This design comes from an exercise in tuning for small area, a short achievable clock period and few clock cycles on the open sky130 flow, not from production work. The RTL was checked by simulation tests, not by an equivalence proof against the original design.

// nyate_core
module nyate_core (
    input  wire        clk,
    input  wire        rst,           
    input  wire [15:0] ilen,          
    input  wire [10:0] dlen,          
    output wire [14:0] imem_addr,
    input  wire [35:0] imem_rdata,
    output wire [15:0] dmem_addr,
    output wire        dmem_we,
    output wire [17:0] dmem_wdata,
    input  wire [17:0] dmem_rdata,
    output reg         halted,
    output reg  [3:0]  fault_cause,
    output reg  [17:0] fault_detail
);
    localparam K  = 2;           
    localparam NM = 18 / K;      
    localparam KM = 6;           
    localparam NMM = 18 / KM;    
    localparam [3:0] F_ILLEGAL    = 4'd1;
    localparam [3:0] F_CODE_RANGE = 4'd2;
    localparam [3:0] F_DATA_RANGE = 4'd3;
    localparam [3:0] F_DIV_ZERO   = 4'd5;
    localparam [3:0] F_TRAP       = 4'd9;
    localparam SW_Z = 0, SW_N = 1, SW_C = 2, SW_V = 3, SW_SO = 4, SW_DZ = 5,
               SW_TRAP_DZ = 8;
    localparam [8:0] SW_MASK = 9'h13F;
    reg [17:0] regs [0:15];
    reg [8:0]  sw;
    reg [15:0] d_pc;             
    reg        e_valid;
    reg [3:0]  e_step;
    reg [3:0]  e_rd;
    reg [17:0] e_a, e_b, e_imm;
    reg [18:0] e_acc;            
    reg [12:0] e_w;              
    reg        e_qneg, e_rneg;
    reg        e_pf;             
    reg [3:0]  e_pcause;
    reg        e_arith, e_sub, e_usec, e_wr, e_neg, e_abs, e_log, e_shf;
    reg        e_swap;           
    reg [1:0]  e_lop;
    reg [2:0]  e_sop;
    reg        e_rdsw, e_wrsw, e_mul, e_div, e_sgn, e_ld, e_st;
    reg        e_br, e_jal, e_jr, e_trap;
    reg        e_jtr;            
    reg        e_rreg;           
    reg        e_dz;             
    wire run = !halted;
    function [4:0] mod18(input [17:0] x);
        reg [4:0] pos, neg;
        reg [5:0] alt;
        reg [3:0] m9;
  ...
Size in the first run: ~5,600 cells after synthesis, about 460 flip-flops.
Settings: LEC_CHECK=0, ABC_AREA=1, CAP_MARGIN=20, CORE_MARGIN=2, CORE_UTILIZATION=50, CTS_BUF_LIST=sky130_fd_sc_hd__clkbuf_8, SLEW_MARGIN=20; clock period 14.0 ns.
standard.sh (not shown) runs the stock make flow with config.mk's settings and CLKGATE_MAP_FILE= SYNTH_SCRIPT=/design/flow/synth_recipe.tcl, a recipe that flattens the netlist after the stock synthesis.
==> flow/flow/run.sh <==
#!/bin/bash
# Layout flow: the standard layout (the make command of standard.sh),
# except that
#  - the port buffers are plain sky130_fd_sc_hd__buf_2 cells instead of the
#    delay cells buffer_ports picks on its own (every port still gets one);
#  - timing repair aims for 6.8 ns, so that the critical paths get
#    repaired although the 14 ns clock is met, and it may resize cells to
#    other footprints (MATCH_CELL_FOOTPRINT=0). The constraints are unchanged.
# The make output goes to standard_flow.log; each ORFS step keeps its own
# log under orfs/logs/.
set -euo pipefail
cd "$(dirname "$0")/.."
export BUFFER_PORTS_ARGS="-buffer_cell sky130_fd_sc_hd__buf_2"
export SETUP_SLACK_MARGIN=7.2
sed 's/"\${@:-finish}"/MATCH_CELL_FOOTPRINT=0 finish/' standard.sh > standard_nofp.sh
grep -q 'MATCH_CELL_FOOTPRINT=0 finish' standard_nofp.sh
bash standard_nofp.sh > standard_flow.log 2>&1
Testbench counts at the start, summed over its fixed seeds: cycles 73,868.
Rerun with:
--- a/flow/flow/run.sh
+++ b/flow/flow/run.sh
@@ -8 +8,2 @@
-#    other footprints (MATCH_CELL_FOOTPRINT=0). The constraints are unchanged.
+#    other footprints (MATCH_CELL_FOOTPRINT=0). The constraints are unchanged;
+#  - clock tree synthesis adds no dummy loads.
@@ -14,0 +16 @@
+export CTS_ARGS="-sink_clustering_enable -repair_clock_nets -buf_list sky130_fd_sc_hd__clkbuf_8 -dont_use_dummy_load"
--- a/flow/config.mk
+++ b/flow/config.mk
@@ -8 +7,0 @@
-export ABC_AREA = 1
Result: The new run finished clean; routed wire length grows by 2.2%; clock skew grows by 29 ps; fmax shrinks by 9.5%; critical path depth shrinks by 12; non-clock buffer count grows by 21; synthesized cell count shrinks by 14%; worst setup slack got worse by 710 ps; area after synthesis grows by 1.6%; cell count shrinks by 12%.
Rerun with:
--- a/flow/flow/run.sh
+++ b/flow/flow/run.sh
@@ -6 +6 @@
-#  - timing repair aims for 6.8 ns, so that the critical paths get
+#  - timing repair aims for 5.4 ns, so that the critical paths get
@@ -15 +15 @@
-export SETUP_SLACK_MARGIN=7.2
+export SETUP_SLACK_MARGIN=8.6
--- a/flow/config.mk
+++ b/flow/config.mk
@@ -7,0 +8 @@
+export ABC_AREA = 1
Result: Routed wire length goes down slightly; worst setup slack gains 1000 ps; hold slack improved by 22 ps.
Rerun with:
--- a/flow/flow/run.sh
+++ b/flow/flow/run.sh
@@ -6 +6 @@
-#  - timing repair aims for 5.4 ns, so that the critical paths get
+#  - timing repair aims for 6.8 ns, so that the critical paths get
@@ -15 +15 @@
-export SETUP_SLACK_MARGIN=8.6
+export SETUP_SLACK_MARGIN=7.2
Sequential share of layout area went up by 3.0 points. Core utilization came out lower by 6.5 points. Synthesized cell count is unchanged. First-iteration DRC count increases by 6.1%. Worst hold slack gets better by 17 ps. Global-route usage rises by 0.21 points. Register-to-register slack got worse by 1200 ps. Wire length fell by 2.2%. Clock skew rose by 33 ps. Setup slack got worse by 300 ps.


run B:
Starting RTL as in the previous note.
clock: 14.0 ns
lec_check: 0
abc_area: 1
cap_margin: 20
core_margin: 2
core_utilization: 50
cts_buf_list: sky130_fd_sc_hd__clkbuf_8
slew_margin: 20
==> flow/flow/run.sh <==
#!/bin/bash
# Layout flow: the standard layout (the make command of standard.sh),
# except that
#  - the port buffers are plain sky130_fd_sc_hd__buf_2 cells instead of the
#    delay cells buffer_ports picks on its own (every port still gets one);
#  - timing repair aims for 6.0 ns, so that the critical paths get
#    repaired although the 14 ns clock is met, and it may resize cells to
#    other footprints (MATCH_CELL_FOOTPRINT=0). The constraints are unchanged;
#  - clock tree synthesis adds no dummy loads.
# The make output goes to standard_flow.log; each ORFS step keeps its own
# log under orfs/logs/.
set -euo pipefail
cd "$(dirname "$0")/.."
export BUFFER_PORTS_ARGS="-buffer_cell sky130_fd_sc_hd__buf_2"
export SETUP_SLACK_MARGIN=8.0
export CTS_ARGS="-sink_clustering_enable -repair_clock_nets -buf_list sky130_fd_sc_hd__clkbuf_8 -dont_use_dummy_load"
sed 's/"\${@:-finish}"/MATCH_CELL_FOOTPRINT=0 finish/' standard.sh > standard_nofp.sh
grep -q 'MATCH_CELL_FOOTPRINT=0 finish' standard_nofp.sh
bash standard_nofp.sh > standard_flow.log 2>&1
In summary, run B completed successfully, with a layout that passed the timing, design-rule and antenna checks.
Testbench counts of run B, summed over its fixed seeds: cycles 73,868.
#### Input delta (run E over run B)
# run B
export LEC_CHECK = 0
export ABC_AREA = 1
export CAP_MARGIN = 20
export CORE_MARGIN = 2
export CORE_UTILIZATION = 50
export CTS_BUF_LIST = sky130_fd_sc_hd__clkbuf_8
export SLEW_MARGIN = 20
create_clock -name core_clock -period 14.0 [get_ports {clk}]
# run E
export LEC_CHECK = 0
export ABC_AREA = 1
export CAP_MARGIN = 20
export CORE_MARGIN = 2
export CORE_UTILIZATION = 55
export CTS_BUF_LIST = sky130_fd_sc_hd__clkbuf_8
export SLEW_MARGIN = 20
create_clock -name core_clock -period 14.0 [get_ports {clk}]
-- flow/flow/run.sh --
<<< run B, line 6
#  - timing repair aims for 6.0 ns, so that the critical paths get
>>> run E, line 6
#  - timing repair aims for 6.4 ns, so that the critical paths get
<<< run B, line 15
export SETUP_SLACK_MARGIN=8.0
>>> run E, line 15
export SETUP_SLACK_MARGIN=7.6
Notes after the runs:
Delta (run E minus run B): number of non-clock inverters in the layout held steady; final cycle utilization of the critical path grew by 1.3 points; initial antenna violation count shrank by 3; final cell count shrank by 200.
Core area, run E vs run B: down by a little under 10%
Comparing run B and run E, the lower met2 routing resource usage after global routing was measured on run B.

[afterwards: timing with drivers on the ports]
How much do the figures lean on ideal ports? The routed layouts below were timed once more, with nothing changed but the port constraints. Step 1 assumes that a clkbuf_16 drives the clock port and a buf_2 every other input. Step 2 also shifts input and output timing later by t, the mid clock arrival at the registers, as if the neighbouring blocks saw the same clock. Slacks: no drivers / after step 1 / after step 2; pairs: no drivers / after step 1.
run | shift t [ns] | slack for setup (ns) | worst setup path at the end
the first run of note 1 | 0.803 | 7.269 / 7.269 / 6.470 | input to register
the second run of note 1 | 0.761 | 6.559 / 6.492 / 6.658 | input to register
the third run of note 1 | 0.770 | 7.561 / 7.488 / 7.333 | input to register
the fourth run of note 1 | 0.763 | 7.262 / 7.194 / 6.563 | input to register
run B | 0.780 | 7.760 / 7.707 / 7.008 | input to register
run E | 0.755 | 7.581 / 7.512 / 7.052 | input to register
After both steps setup and hold are still met in every run listed. The setup slack of the first run of note 1, which loses most, moves by 0.000 ns with the drivers and by -0.799 ns with both steps.
